From an optimization exercise on the open Yosys and OpenROAD flow, aimed at small area, a short achievable clock period and few clock cycles per item; shortcuts taken in it are not production practice.
Function was checked by simulation only, so behaviour that the tests miss may differ from the original.
Power and IR drop assume default switching activity.

==> inputs of build 38 <==
==> flow/design.v (excerpt) <==
module rs144_dec (
  input  wire        clk,
  input  wire        rst,
  input  wire        in_valid,
  output wire        in_ready,
  input  wire [7:0]  in_data,
  output wire        out_valid,
  input  wire        out_ready,
  output wire        out_fail,
  output wire [2:0]  out_nerr,
  output wire [31:0] out_pos,
  output wire [31:0] out_val
);
  function automatic [7:0] gf_mul(input [7:0] a, input [7:0] b);
    integer i;
    reg [7:0] p, aa;
    begin
      p  = 8'h00;
      aa = a;
      for (i = 0; i < 8; i = i + 1) begin
        if (b[i]) p = p ^ aa;
        aa = {aa[6:0], 1'b0} ^ (aa[7] ? 8'h1D : 8'h00);
      end
      gf_mul = p;
    end
  endfunction
  function automatic [7:0] to_tower(input [7:0] a);
    begin
      to_tower = ({8{a[0]}} & 8'h01) ^ ({8{a[1]}} & 8'h2b) ^ ({8{a[2]}} & 8'h40) ^
                 ({8{a[3]}} & 8'h21) ^ ({8{a[4]}} & 8'h32) ^ ({8{a[5]}} & 8'hc1) ^
  ...
clock: 10.0 ns
lec_check: 0
cap_margin: 20
core_margin: 2
core_utilization: 30
place_density: 0.45
slew_margin: 20
standard.sh (not shown) runs the stock make flow with config.mk's settings and CLKGATE_MAP_FILE= SYNTH_SCRIPT=/design/flow/synth_recipe.tcl, a recipe that flattens the netlist after the stock synthesis.
==> flow/flow/run.sh <==
#!/bin/bash
# Standard layout, with timing repair aimed below the design's period.
set -euo pipefail
bash standard.sh SETUP_SLACK_MARGIN=6.5 finish > flow_make.log 2>&1
==> trial 97: changes against build 38 <==
--- a/flow/design.v
+++ b/flow/design.v
@@ -126,24 +126,29 @@
       for (i = 0; i < 8; i = i + 1)
         syn[i] <= syn_nx[i];
   end
   reg  [7:0] S   [0:7];
   reg  [7:0] lam [0:4];      
-  reg  [7:0] E   [0:4];      
+  reg  [7:0] E   [0:3];      
   reg  [7:0] gam, d, tmp;
   reg  [3:0] L;
   reg  [2:0] k, k_nx;        
   reg  [3:0] sc, sc_nx;      
-  reg        f_init, f_dph, f_d0, f_dmask, f_ua, f_ub, f_ufirst, f_lrot, f_erot, f_om, f_gl;
+  reg        f_dph, f_dmask, f_ub, f_lrot, f_erot;
+  wire       f_init   = (bph == B_INIT);
+  wire       f_om     = (bph == B_OM);
+  wire       f_d0     = (sc == 4'd0);
+  wire       f_b0     = (sc == 4'd13);           
+  wire       f_l0     = (bph == B_BM) & (sc == 4'd14);
   wire [7:0] s0   = S[2];    
   wire       s0nz = |s0;
   wire [7:0] ma   = f_ub ? E[0] : lam[0];
-  wire [7:0] mb   = f_dph ? S[0] : (f_ua ? gam : d);
+  wire [7:0] mb   = f_dph ? S[0] : (f_ub ? d : gam);
   wire [7:0] prod = gf_mul(ma, mb);
   wire       cond    = (|d) && ({L, 1'b0} <= {2'b00, k});
-  wire [7:0] lam_new = tmp ^ (f_ufirst ? 8'h00 : prod);
-  wire [7:0] e_push  = cond ? lam[0] : (f_ufirst ? 8'h00 : E[0]);
+  wire [7:0] lam_new = tmp ^ prod;
+  wire [7:0] e_push  = f_b0 ? (cond ? lam[1] : 8'h00) : (cond ? lam[0] : E[0]);
   wire       c_commit;       
   wire       c_load_b;       
   always @* begin
     bph_nx = bph;
     k_nx   = k;
@@ -176,29 +181,23 @@
       default: bph_nx = B_IDLE;
     endcase
   end
   wire bm_nx = (bph_nx == B_BM);
   wire om_nx = (bph_nx == B_OM);
-  wire up_nx = bm_nx & (sc_nx >= 4'd5);
+  wire up_nx = bm_nx & (sc_nx >= 4'd6) & (sc_nx <= 4'd13);
   always @(posedge clk) begin
     if (rst)
       bph <= B_IDLE;
     else
       bph <= bph_nx;
     k  <= k_nx;
     sc <= sc_nx;
-    f_init   <= (bph_nx == B_INIT);
     f_dph    <= (bm_nx | om_nx) & (sc_nx < 4'd5);
-    f_d0     <= (sc_nx == 4'd0);
     f_dmask  <= bm_nx | ({1'b0, sc_nx[2:0]} <= {1'b0, k_nx});
-    f_ua     <= up_nx & sc_nx[0];
-    f_ub     <= up_nx & ~sc_nx[0];
-    f_ufirst <= (sc_nx == 4'd6);
-    f_lrot   <= ((bm_nx | om_nx) & (sc_nx < 4'd5)) | (up_nx & ~sc_nx[0]);
-    f_erot   <= (bm_nx & (sc_nx < 4'd4)) | (up_nx & ~sc_nx[0]) | (om_nx & (sc_nx == 4'd5));
-    f_om     <= om_nx;
-    f_gl     <= bm_nx & (sc_nx == 4'd14);
+    f_ub     <= up_nx & sc_nx[0];
+    f_lrot   <= ((bm_nx | om_nx) & (sc_nx < 4'd5)) | (bm_nx & (sc_nx == 4'd5)) | (up_nx & sc_nx[0]);
+    f_erot   <= (bm_nx & (sc_nx < 4'd3)) | (up_nx & sc_nx[0]) | (om_nx & (sc_nx == 4'd5));
   end
   always @(posedge clk) begin
     if (b_load) begin
       for (i = 0; i < 8; i = i + 1)
         S[i] <= syn_nx[(10 - i) % 8];
@@ -211,41 +210,40 @@
       lam[0] <= 8'h01;
       lam[1] <= s0;
       lam[2] <= 8'h00;
       lam[3] <= 8'h00;
       lam[4] <= 8'h00;
-      E[0]   <= s0nz ? 8'h01 : 8'h00;
-      E[1]   <= s0nz ? 8'h00 : 8'h01;
+      E[0]   <= s0nz ? 8'h00 : 8'h01;
+      E[1]   <= 8'h00;
       E[2]   <= 8'h00;
-      E[3]   <= 8'h00;
-      E[4]   <= 8'h00;
+      E[3]   <= s0nz ? 8'h01 : 8'h00;
       gam    <= s0nz ? s0 : 8'h01;
       L      <= s0nz ? 4'd1 : 4'd0;
     end else begin
       if (f_lrot) begin
         for (i = 0; i < 4; i = i + 1)
           lam[i] <= lam[i+1];
         lam[4] <= f_ub ? lam_new : lam[0];
-      end
+      end else if (f_l0)
+        lam[0] <= prod;
       if (f_erot) begin
-        for (i = 0; i < 4; i = i + 1)
+        for (i = 0; i < 3; i = i + 1)
           E[i] <= E[i+1];
-        E[4] <= f_ub ? e_push : (f_om ? d : E[0]);
+        E[3] <= f_ub ? e_push : (f_om ? d : E[0]);
       end
-      if (f_gl && cond) begin
+      if (f_l0 && cond) begin
         gam <= d;
         L   <= {1'b0, k} + 4'd1 - L;
       end
     end
     if (f_dph) begin
       if (f_d0)
         d <= f_dmask ? prod : 8'h00;
       else if (f_dmask)
         d <= d ^ prod;
     end
-    if (f_ua)
-      tmp <= prod;
+    tmp <= prod;               
   end
   reg  [7:0] tl [0:4];
   reg  [7:0] tw [0:3];
   reg        c_run, c_free;
   reg  [7:0] cpos;
@@ -256,28 +254,28 @@
   reg  [3:0] di2;            
   reg        ov_valid, o_fail;
   reg  [2:0] o_nerr, nf;
   reg  [2:0] wL;
   reg        wbig;
-  reg  [7:0] wpos;
   reg  [7:0] pos [0:3];
   reg  [7:0] val [0:3];
   wire       c_abort  = v2 & first2 & ov_valid & ~out_ready;
   assign     c_commit = v2 & first2 & ~c_abort;
   assign     c_load_b = (bph == B_DONE) & c_free;
   wire       c_load   = c_load_b | c_abort;
-  wire       c_run_nx = c_load | (c_run & (cpos != 8'd0));
+  wire       c_done;         
+  wire       c_run_nx = c_load | (c_run & (cpos != 8'd0) & ~c_done);
   wire [7:0] cpos_nx  = c_load ? 8'd143 : cpos - 8'd1;
   wire [7:0] lam_val = tl[0] ^ tl[1] ^ tl[2] ^ tl[3] ^ tl[4];
   wire [7:0] lam_odd = tl[1] ^ tl[3];
   wire [7:0] om_val  = tw[0] ^ tw[1] ^ tw[2] ^ tw[3];
   always @(posedge clk) begin
     if (c_load) begin
       for (i = 0; i < 5; i = i + 1)
         tl[i] <= lam[i];
       for (i = 0; i < 4; i = i + 1)
-        tw[i] <= E[i+1];
+        tw[i] <= E[i];
     end else begin
       for (i = 1; i < 5; i = i + 1)
         tl[i] <= gf_mul(tl[i], alpha_pow(255 - i));
       for (i = 1; i < 4; i = i + 1)
         tw[i] <= gf_mul(tw[i], alpha_pow(255 - i));
@@ -294,55 +292,75 @@
     first2 <= first1;
     last2  <= last1;
   end
   wire [7:0] err_t   = {g16_mul(n2[7:4], di2), g16_mul(n2[3:0], di2)};
   wire [7:0] err_val = from_tower(err_t);
-  wire [7:0] pos_w   = first2 ? 8'd143 : wpos;
+  wire [7:0] pos_w   = (cpos[7:1] == 7'd71) ? {7'd0, cpos[0]} : cpos + 8'd2;
   wire [2:0] wl_cur  = first2 ? L[2:0] : wL;
+  wire       big_cur = first2 ? (L > 4'd4) : wbig;
   wire [2:0] nf_cur  = first2 ? 3'd0 : nf;
   wire [1:0] slot    = wl_cur[1:0] - 2'd1 - nf_cur[1:0];
   wire [2:0] nf_fin  = nf_cur + {2'b00, r2};
   wire       wr      = v2 & ~c_abort;
-  wire       fin_fail = wbig | (nf_fin != wL);
+  wire       fin_fail = big_cur | (nf_fin != wl_cur);
+  wire       fin     = wr & (last2 | ((big_cur | (nf_fin == wl_cur)) & ~last1));
+  assign     c_done  = fin & ~last2;
+  reg  [3:0] upd;
+  reg  [7:0] pos_t [0:3];
+  reg  [7:0] val_t [0:3];
+  always @* begin
+    for (i = 0; i < 4; i = i + 1) begin
+      if (fin & (fin_fail | (i[2:0] >= wl_cur))) begin
+        upd[i]   = 1'b1;
+        pos_t[i] = 8'h00;
+        val_t[i] = 8'h00;
+      end else begin
+        upd[i]   = wr & r2 & (slot == i[1:0]);
+        pos_t[i] = pos_w;
+        val_t[i] = err_val;
+      end
+    end
+  end
   always @(posedge clk) begin
     if (rst) begin
       c_run    <= 1'b0;
       c_free   <= 1'b1;
       v1       <= 1'b0;
       v2       <= 1'b0;
       ov_valid <= 1'b0;
     end else begin
       c_run  <= c_run_nx;
       c_free <= ~c_run_nx | (cpos_nx == 8'd0);
-      v1     <= c_run & ~c_abort;
-      v2     <= v1 & ~c_abort;
+      v1     <= c_run & ~c_abort & ~c_done;
+      v2     <= v1 & ~c_abort & ~c_done;
       if (ov_valid & out_ready)
         ov_valid <= 1'b0;
-      if (wr & last2)
+      if (fin)
         ov_valid <= 1'b1;
     end
     if (wr) begin
       if (first2) begin
         wL   <= L[2:0];
         wbig <= (L > 4'd4);
       end
-      wpos <= pos_w - 8'd1;
       nf   <= nf_fin;
-      if (r2)
-        for (i = 0; i < 4; i = i + 1)
-          if (slot == i[1:0]) begin
-            pos[i] <= pos_w;
-            val[i] <= err_val;
-          end
-      if (last2) begin
+    end
+    if (rst) begin
+      o_fail <= 1'b0;
+      o_nerr <= 3'd0;
+      for (i = 0; i < 4; i = i + 1) begin
+        pos[i] <= 8'h00;
+        val[i] <= 8'h00;
+      end
+    end else begin
+      if (fin) begin
         o_fail <= fin_fail;
         o_nerr <= fin_fail ? 3'd0 : nf_fin;
-        for (i = 0; i < 4; i = i + 1)
-          if (fin_fail || i[2:0] >= wL) begin
-            pos[i] <= 8'h00;
-            val[i] <= 8'h00;
-          end
+      end
+      for (i = 0; i < 4; i = i + 1) begin
+        pos[i] <= pos[i] ^ ({8{upd[i]}} & (pos_t[i] ^ pos[i]));
+        val[i] <= val[i] ^ ({8{upd[i]}} & (val_t[i] ^ val[i]));
       end
     end
   end
   assign out_valid = ov_valid;
   assign out_fail  = o_fail;
==> flow/flow/run.sh (replaced) <==
#!/bin/bash
# Standard layout, with timing repair aimed below the design's period.
set -euo pipefail
bash standard.sh SETUP_SLACK_MARGIN=6.9 finish > flow_make.log 2>&1
- CORE_UTILIZATION: 30 -> 60
- CTS_CLUSTER_DIAMETER: not set -> 80
- CTS_CLUSTER_SIZE: not set -> 18
- PLACE_DENSITY: 0.45 -> 0.7
==> trial 59: changes against build 38 <==
--- a/flow/design.v
+++ b/flow/design.v
@@ -92,39 +92,34 @@
     end
   endfunction
   integer i;
   reg        in_rdy;         
   reg  [7:0] acnt;           
-  reg        v_r, v_first, v_last;
-  reg  [7:0] d_r;
   reg  [7:0] syn [0:7];
   reg  [2:0] bph, bph_nx;    
   localparam [2:0] B_IDLE = 3'd0, B_INIT = 3'd1, B_BM = 3'd2, B_OM = 3'd3,
                    B_DONE = 3'd4, B_HAND = 3'd5;
   wire       acc     = in_valid & in_rdy;
-  wire [7:0] acnt_nx = acc ? ((acnt == 8'd143) ? 8'd0 : acnt + 8'd1) : acnt;
+  wire       afirst  = (acnt == 8'd0);
+  wire       alast   = (acnt == 8'd143);
+  wire [7:0] acnt_nx = acc ? (alast ? 8'd0 : acnt + 8'd1) : acnt;
   reg  [7:0] syn_nx [0:7];
   always @* begin
     for (i = 0; i < 8; i = i + 1)
-      syn_nx[i] = (v_first ? 8'h00 : gf_mul(syn[i], alpha_pow(i))) ^ d_r;
+      syn_nx[i] = (afirst ? 8'h00 : gf_mul(syn[i], alpha_pow(i))) ^ in_data;
   end
-  wire       b_load = v_r & v_last;
+  wire       b_load = acc & alast;
   assign in_ready = in_rdy;
   always @(posedge clk) begin
     if (rst) begin
       acnt   <= 8'd0;
       in_rdy <= 1'b1;
-      v_r    <= 1'b0;
     end else begin
       acnt   <= acnt_nx;
       in_rdy <= ~((acnt_nx == 8'd143) && (bph_nx != B_IDLE));
-      v_r    <= acc;
     end
-    d_r     <= in_data;
-    v_first <= (acnt == 8'd0);
-    v_last  <= (acnt == 8'd143);
-    if (v_r)
+    if (acc)
       for (i = 0; i < 8; i = i + 1)
         syn[i] <= syn_nx[i];
   end
   reg  [7:0] S   [0:7];
   reg  [7:0] lam [0:4];      
@@ -301,10 +296,26 @@
   wire [2:0] nf_cur  = first2 ? 3'd0 : nf;
   wire [1:0] slot    = wl_cur[1:0] - 2'd1 - nf_cur[1:0];
   wire [2:0] nf_fin  = nf_cur + {2'b00, r2};
   wire       wr      = v2 & ~c_abort;
   wire       fin_fail = wbig | (nf_fin != wL);
+  reg  [3:0] upd;
+  reg  [7:0] pos_t [0:3];
+  reg  [7:0] val_t [0:3];
+  always @* begin
+    for (i = 0; i < 4; i = i + 1) begin
+      if (wr & last2 & (fin_fail | (i[2:0] >= wL))) begin
+        upd[i]   = 1'b1;
+        pos_t[i] = 8'h00;
+        val_t[i] = 8'h00;
+      end else begin
+        upd[i]   = wr & r2 & (slot == i[1:0]);
+        pos_t[i] = pos_w;
+        val_t[i] = err_val;
+      end
+    end
+  end
   always @(posedge clk) begin
     if (rst) begin
       c_run    <= 1'b0;
       c_free   <= 1'b1;
       v1       <= 1'b0;
@@ -325,26 +336,19 @@
         wL   <= L[2:0];
         wbig <= (L > 4'd4);
       end
       wpos <= pos_w - 8'd1;
       nf   <= nf_fin;
-      if (r2)
-        for (i = 0; i < 4; i = i + 1)
-          if (slot == i[1:0]) begin
-            pos[i] <= pos_w;
-            val[i] <= err_val;
-          end
       if (last2) begin
         o_fail <= fin_fail;
         o_nerr <= fin_fail ? 3'd0 : nf_fin;
-        for (i = 0; i < 4; i = i + 1)
-          if (fin_fail || i[2:0] >= wL) begin
-            pos[i] <= 8'h00;
-            val[i] <= 8'h00;
-          end
       end
     end
+    for (i = 0; i < 4; i = i + 1) begin
+      pos[i] <= pos[i] ^ ({8{upd[i]}} & (pos_t[i] ^ pos[i]));
+      val[i] <= val[i] ^ ({8{upd[i]}} & (val_t[i] ^ val[i]));
+    end
   end
   assign out_valid = ov_valid;
   assign out_fail  = o_fail;
   assign out_nerr  = o_nerr;
   assign out_pos   = {pos[3], pos[2], pos[1], pos[0]};
==> flow/flow/run.sh (replaced) <==
#!/bin/bash
# Standard layout, with timing repair aimed below the design's period.
set -euo pipefail
bash standard.sh SETUP_SLACK_MARGIN=7.0 finish > flow_make.log 2>&1
- CORE_UTILIZATION: 30 -> 60
- CTS_CLUSTER_DIAMETER: not set -> 100
- CTS_CLUSTER_SIZE: not set -> 20
- PLACE_DENSITY: 0.45 -> 0.7
==> qor summary <==
item	build 38	trial 97	trial 59
Number of vias in the routed layout	16620	17000	16619
Result of the run	timing/DRC/antenna clean	timing/DRC/antenna clean	timing/DRC/antenna clean
Part of the total power dissipated in the clock network	44.5%	13.2%	28.6%
Final non-filler cell area	27800 um2	25300 um2	26500 um2
Number of core rows	103	71	72
Mapped Avg Cell Area	9.55 um2	9.09 um2	9.79 um2
IR Drop Worst-Case VDD	0.000142 V	0.000360 V	0.000147 V
Combined buffer and inverter count along the critical path	4	1	1
Type of destination of the critical path	register	output port	output port
Post-synthesis adder-cell area fraction	1.80%	2.22%	1.99%
Worst skew pair latency	0.63 ns	0.57 ns	0.58 ns
Shortest period the worst path allows	3.42 ns	3.06 ns	3.15 ns
Power in the clock group	2080 uW	1140 uW	1140 uW
Number of unique standard cell types used by synthesis	63	69	68
Layout non-clock buf frac	3.01%	3.92%	5.28%
Routed Wire Length	60300 um	53900 um	54400 um
Testbench counts of build 38, summed over its fixed seeds: cycles 117,456, items 800.
Testbench counts of trial 97, summed over its fixed seeds: cycles 116,685, items 800.
Testbench counts of trial 59, summed over its fixed seeds: cycles 117,448, items 800.

## static timing again, ports no longer ideal
The flow's constraints put no driver on any port. The routed layouts listed below were extracted and timed again, unchanged, in two steps. Step 1, drivers: a clkbuf_16 drives clk and a buf_2 each remaining input, both assumed. Step 2 adds t to the input delays and takes it off the output delays; t is the mean of the earliest and latest rising clock arrival at the registers after step 1. Input paths then give back, and output paths get back, about the clock's delay inside the block. Three values: ideal ports, drivers, drivers and shift; two values: the first two.
run	t (ns)	slack for setup (ns)	worst data-port slew with drivers (ns)
build 38	0.672	6.576 / 6.558 / 5.945	0.03
trial 97	0.619	6.939 / 6.883 / 6.409	0.03
trial 59	0.630	6.851 / 6.797 / 6.388	0.05
After both steps setup and hold are still met in every run listed. For build 38, which loses most, drivers alone change the setup slack by -0.018 ns; drivers and shift together by -0.631 ns.
